Source: an optimization exercise on an open RTL-to-GDS flow (aim: small area, a short achievable clock period and few clock cycles per item). Production flows keep margins and buffers that such runs may drop.
Function was checked by simulation only, so behaviour that the tests miss may differ from the original.
No activity file was given, so power comes from the tool's default toggle rates.

job 5558:
## pq_engine
module pq_engine (
  input  wire         clk,
  input  wire         rst_n,
  input  wire         in_valid,
  output wire         in_ready,
  input  wire [63:0] in_data,
  input  wire [4:0]   in_lost_a,
  input  wire [4:0]   in_lost_b,
  output wire         out_valid,
  input  wire         out_ready,
  output reg  [63:0] out_a,
  output reg  [63:0] out_b
);
For scale: about 160 flip-flops, about 210 I/O pins, ~13000 um2 of cells after synthesis.
==> flow/config.mk <==
export PLATFORM = sky130hd
export DESIGN_NAME = pq_engine
export DESIGN_NICKNAME = pq_engine
export VERILOG_FILES = /design/flow/design.v
export SDC_FILE = /design/flow/constraint.sdc
export NUM_CORES = 4
export LEC_CHECK = 0
export CAP_MARGIN = 20
export CORE_MARGIN = 2
export CORE_UTILIZATION = 30
export SLEW_MARGIN = 20
==> flow/constraint.sdc <==
create_clock -name core_clock -period 12.0 [get_ports {clk}]
set_input_delay 2.4000 -clock core_clock [delete_from_list [all_inputs] [get_ports {clk}]]
set_output_delay 2.4000 -clock core_clock [all_outputs]
set_load 0.01 [all_outputs]
standard.sh (not shown) runs the stock make flow with config.mk's settings and CLKGATE_MAP_FILE= SYNTH_SCRIPT=/design/flow/synth_recipe.tcl, a recipe that flattens the netlist after the stock synthesis.
==> flow/flow/run.sh <==
#!/bin/bash
# The standard layout, with repair_timing aimed at a setup slack of
# SETUP_SLACK_MARGIN (so paths are sped up well past the 12 ns clock) and
# faster port buffers. The SDC and every other step are the standard flow's own.
set -euo pipefail
bash standard.sh SETUP_SLACK_MARGIN=8.3 \
  "BUFFER_PORTS_ARGS=-buffer_cell sky130_fd_sc_hd__buf_2" finish > standard.log 2>&1
Testbench counts of job 5558, summed over its fixed seeds: cycles 65,600, items 1,600.
Inputs modified between job 5558 and job 2388:
# job 5558
export LEC_CHECK = 0
export CAP_MARGIN = 20
export CORE_MARGIN = 2
export CORE_UTILIZATION = 30
export SLEW_MARGIN = 20
create_clock -name core_clock -period 12.0 [get_ports {clk}]
# job 2388
export LEC_CHECK = 0
export CAP_MARGIN = 20
export CORE_MARGIN = 2
export CORE_UTILIZATION = 55
export SLEW_MARGIN = 20
create_clock -name core_clock -period 12.0 [get_ports {clk}]
-- flow/flow/run.sh --
<<< job 5558, line 6
bash standard.sh SETUP_SLACK_MARGIN=8.3 \
  "BUFFER_PORTS_ARGS=-buffer_cell sky130_fd_sc_hd__buf_2" finish > standard.log 2>&1
>>> job 2388, line 6
bash standard.sh SETUP_SLACK_MARGIN=8.6 \
  "BUFFER_PORTS_ARGS=-buffer_cell sky130_fd_sc_hd__buf_1" finish > standard.log 2>&1
Notes after the runs:
Job 2388 vs job 5558: combined area of the multi-input logic cells up
The combinational power in job 2388 was higher than what job 5558 gave.
Going from job 5558 to job 2388, the instance area after placement was found to have gone down by about 3.7%.
Number of ordinary and repair buffers in the finished layout: lower on job 5558
Cell depth of the worst setup path: job 2388 vs job 5558 up 17
According to the power report, total power for job 2388 is higher than for job 5558.
The worst hold-check slack of job 2388 is lower than that of job 5558.
Between job 2388 and job 5558, it is job 2388 whose share of total power consumed by net switching is lower, by 1.5 points.
Summary: with job 5558 as the reference, total number of vias in job 2388 moved up by a little under 10%.
Comparing the two runs side by side, job 2388 comes out behind job 5558 on final routed wirelength across all metal layers.
Edits applied to the flow inputs when going from job 2388 to job 1636:
# job 2388
export LEC_CHECK = 0
export CAP_MARGIN = 20
export CORE_MARGIN = 2
export CORE_UTILIZATION = 55
export SLEW_MARGIN = 20
create_clock -name core_clock -period 12.0 [get_ports {clk}]
# job 1636
export LEC_CHECK = 0
export CAP_MARGIN = 20
export CORE_MARGIN = 2
export CORE_UTILIZATION = 30
export SLEW_MARGIN = 20
create_clock -name core_clock -period 12.0 [get_ports {clk}]
-- flow/flow/run.sh --
<<< job 2388, line 6
bash standard.sh SETUP_SLACK_MARGIN=8.6 \
  "BUFFER_PORTS_ARGS=-buffer_cell sky130_fd_sc_hd__buf_1" finish > standard.log 2>&1
>>> job 1636, line 6
bash standard.sh SETUP_SLACK_MARGIN=8.7 \
  "BUFFER_PORTS_ARGS=-buffer_cell sky130_fd_sc_hd__buf_2" finish > standard.log 2>&1
[summary]
Job 1636 | status: complete | timing, DRC, antenna: pass
Diff job 2388 -> job 1636 | utilization | decrease of 28 points
Job 1636 against job 2388: clock tree buffer count of the final layout grew by 1; design area grew by 2500 um2; global routing met1 resource utilization shrank by 20 points; portion of total power attributed to combinational logic grew by 4.4 points.
## Diff of input files: job 370 against job 1636
# job 1636
export LEC_CHECK = 0
export CAP_MARGIN = 20
export CORE_MARGIN = 2
export CORE_UTILIZATION = 30
export SLEW_MARGIN = 20
create_clock -name core_clock -period 12.0 [get_ports {clk}]
# job 370
export LEC_CHECK = 0
export CAP_MARGIN = 20
export CORE_MARGIN = 2
export CORE_UTILIZATION = 55
export CTS_CLUSTER_DIAMETER = 200
export CTS_CLUSTER_SIZE = 50
export SLEW_MARGIN = 20
create_clock -name core_clock -period 12.0 [get_ports {clk}]
-- flow/flow/run.sh --
<<< job 1636, line 6
bash standard.sh SETUP_SLACK_MARGIN=8.7 \
  "BUFFER_PORTS_ARGS=-buffer_cell sky130_fd_sc_hd__buf_2" finish > standard.log 2>&1
>>> job 370, line 6
bash standard.sh SETUP_SLACK_MARGIN=8.45 \
  "BUFFER_PORTS_ARGS=-buffer_cell sky130_fd_sc_hd__buf_1" finish > standard.log 2>&1
==> run summary <==
For wire length of the first global-routing pass, dividing the value from job 370 by the value from job 1636 gives 0.809.
The global-route track usage on met3 number comes out lower for job 1636 vs job 370.
Wire length: job 370 vs job 1636 down 28%
The higher met2 usage came out of job 370.
Looking at job 370 and job 1636, the highest cell delay on the worst timing path is a wash.
Standard-cell row count: job 370 < job 1636
Status | job 370 and job 1636 | clean
Area added between synthesis and finish down 33 points in job 370 wrt job 1636

========
## P
Another version of the RTL of pq_engine (not shown whole).
For scale: about 1500 cells after synthesis, about 170 flip-flops, about 210 I/O pins, about 13000 µm² of cells after synthesis.
export LEC_CHECK = 0
export CAP_MARGIN = 20
export CORE_MARGIN = 2
export CORE_UTILIZATION = 55
export SLEW_MARGIN = 20
create_clock -name core_clock -period 12.0 [get_ports {clk}]
==> flow/flow/run.sh <==
#!/bin/bash
# The standard layout, with repair_timing aimed at a setup slack of
# SETUP_SLACK_MARGIN (so paths are sped up well past the 12 ns clock) and
# faster port buffers. The SDC and every other step are the standard flow's own.
set -euo pipefail
bash standard.sh SETUP_SLACK_MARGIN=8.35 \
  "BUFFER_PORTS_ARGS=-buffer_cell sky130_fd_sc_hd__buf_1" finish > standard.log 2>&1
Testbench counts of P, summed over its fixed seeds: cycles 65,600, items 1,600.
## Diff of input files: Q against P
-- flow/flow/run.sh --
<<< P, line 6
bash standard.sh SETUP_SLACK_MARGIN=8.35 \
>>> Q, line 6
bash standard.sh SETUP_SLACK_MARGIN=8.52 \
==> run summary <==
- Looking at ratio of cells with drive above 1 in the final layout, Q sits 7.1 points above P.
- The fraction of area in clock buffers and inverters on Q is in line with that on P.
- The clock skew was comparable across P and Q.
- Summary of Q over P: core utilization picked up an extra 2.8 points, total power consumption of the routed design picked up an extra about 2.7%, share of cell area taken by muxes after synthesis neither gained nor lost much, met2 demand-to-capacity share in global routing picked up an extra 4.0 points.
- The launch point of the worst path comes out out_b[4] in one run and out_b[57] in the other, namely in P and Q respectively.
- Row worst slew slack as a fraction of its limit: Q lower / P higher
- Per the comparison of Q with P, global-route usage rose by 1.6 points, design area rose by 660 µm², sequential fraction of total cell area dropped 0.33 points.
[inputs] R vs Q
-- flow/flow/run.sh --
<<< Q, line 6
bash standard.sh SETUP_SLACK_MARGIN=8.52 \
  "BUFFER_PORTS_ARGS=-buffer_cell sky130_fd_sc_hd__buf_1" finish > standard.log 2>&1
>>> R, line 6
bash standard.sh SETUP_SLACK_MARGIN=8.45 \
  "BUFFER_PORTS_ARGS=-buffer_cell sky130_fd_sc_hd__buf_2" finish > standard.log 2>&1
Results
R vs Q, final cell count went down by 18.
Diff Q -> R: proportion of power drawn by combinational gates went down 1.1 points, sequential power held.
The start point of the critical path comes out out_b[57] in one run and out_b[62] in the other, namely in Q and R respectively.
R and Q ended up with roughly the same hold slack.
In R, proportion of cell area spent on the clock network is higher than in Q.
Row final worst setup slack: R lower / Q higher
When R is measured against Q, its cell area turns out 1.2% lower.
Changes in S relative to R:
- CORE_UTILIZATION changed from 55 to 70
-- flow/flow/run.sh --
<<< R, line 7
  "BUFFER_PORTS_ARGS=-buffer_cell sky130_fd_sc_hd__buf_2" finish > standard.log 2>&1
>>> S, line 7
  "BUFFER_PORTS_ARGS=-buffer_cell sky130_fd_sc_hd__buf_1" finish > standard.log 2>&1
[summary]
Clock period minus worst slack is lower on R
Going from R to S, the die area was shrunk.
Between S and R, it is S whose wire length on met2 is lower, by 0.86%.
Relative to R, the fraction of power consumed by the clock network of S is lower by 0.6 points.
Comparing S and R, the higher fill cell total of the finished layout is on R.

==> static timing again, ports no longer ideal <==
The results above use ideal ports. As a check the final layouts listed here were re-extracted and re-timed, cells and wires unchanged. Step 1, drivers: a clkbuf_16 drives clk and a buf_2 each remaining input, both assumed. Step 2 also shifts input and output timing later by t, the mid clock arrival at the registers, as if the neighbouring blocks saw the same clock. a / b / c = ideal ports / drivers / drivers and shift; a / b = the first two.
run | t (ns) | setup slack, ns | worst data-port slew with drivers (ns)
job 5558 | 0.489 | 8.336 / 8.283 / 7.963 | 0.08
job 2388 | 0.489 | 8.550 / 8.537 / 8.097 | 0.09
job 1636 | 0.502 | 8.567 / 8.535 / 8.096 | 0.09
job 370 | 0.481 | 8.392 / 8.392 / 8.044 | 0.08
P | 0.477 | 8.375 / 8.327 / 8.014 | 0.09
Q | 0.483 | 8.538 / 8.486 / 8.125 | 0.07
R | 0.486 | 8.474 / 8.423 / 8.073 | 0.07
S | 0.485 | 8.459 / 8.410 / 8.063 | 0.09
After both steps setup and hold are still met in every run listed. For job 1636, which loses most, drivers alone change the setup slack by -0.032 ns; drivers and shift together by -0.471 ns.
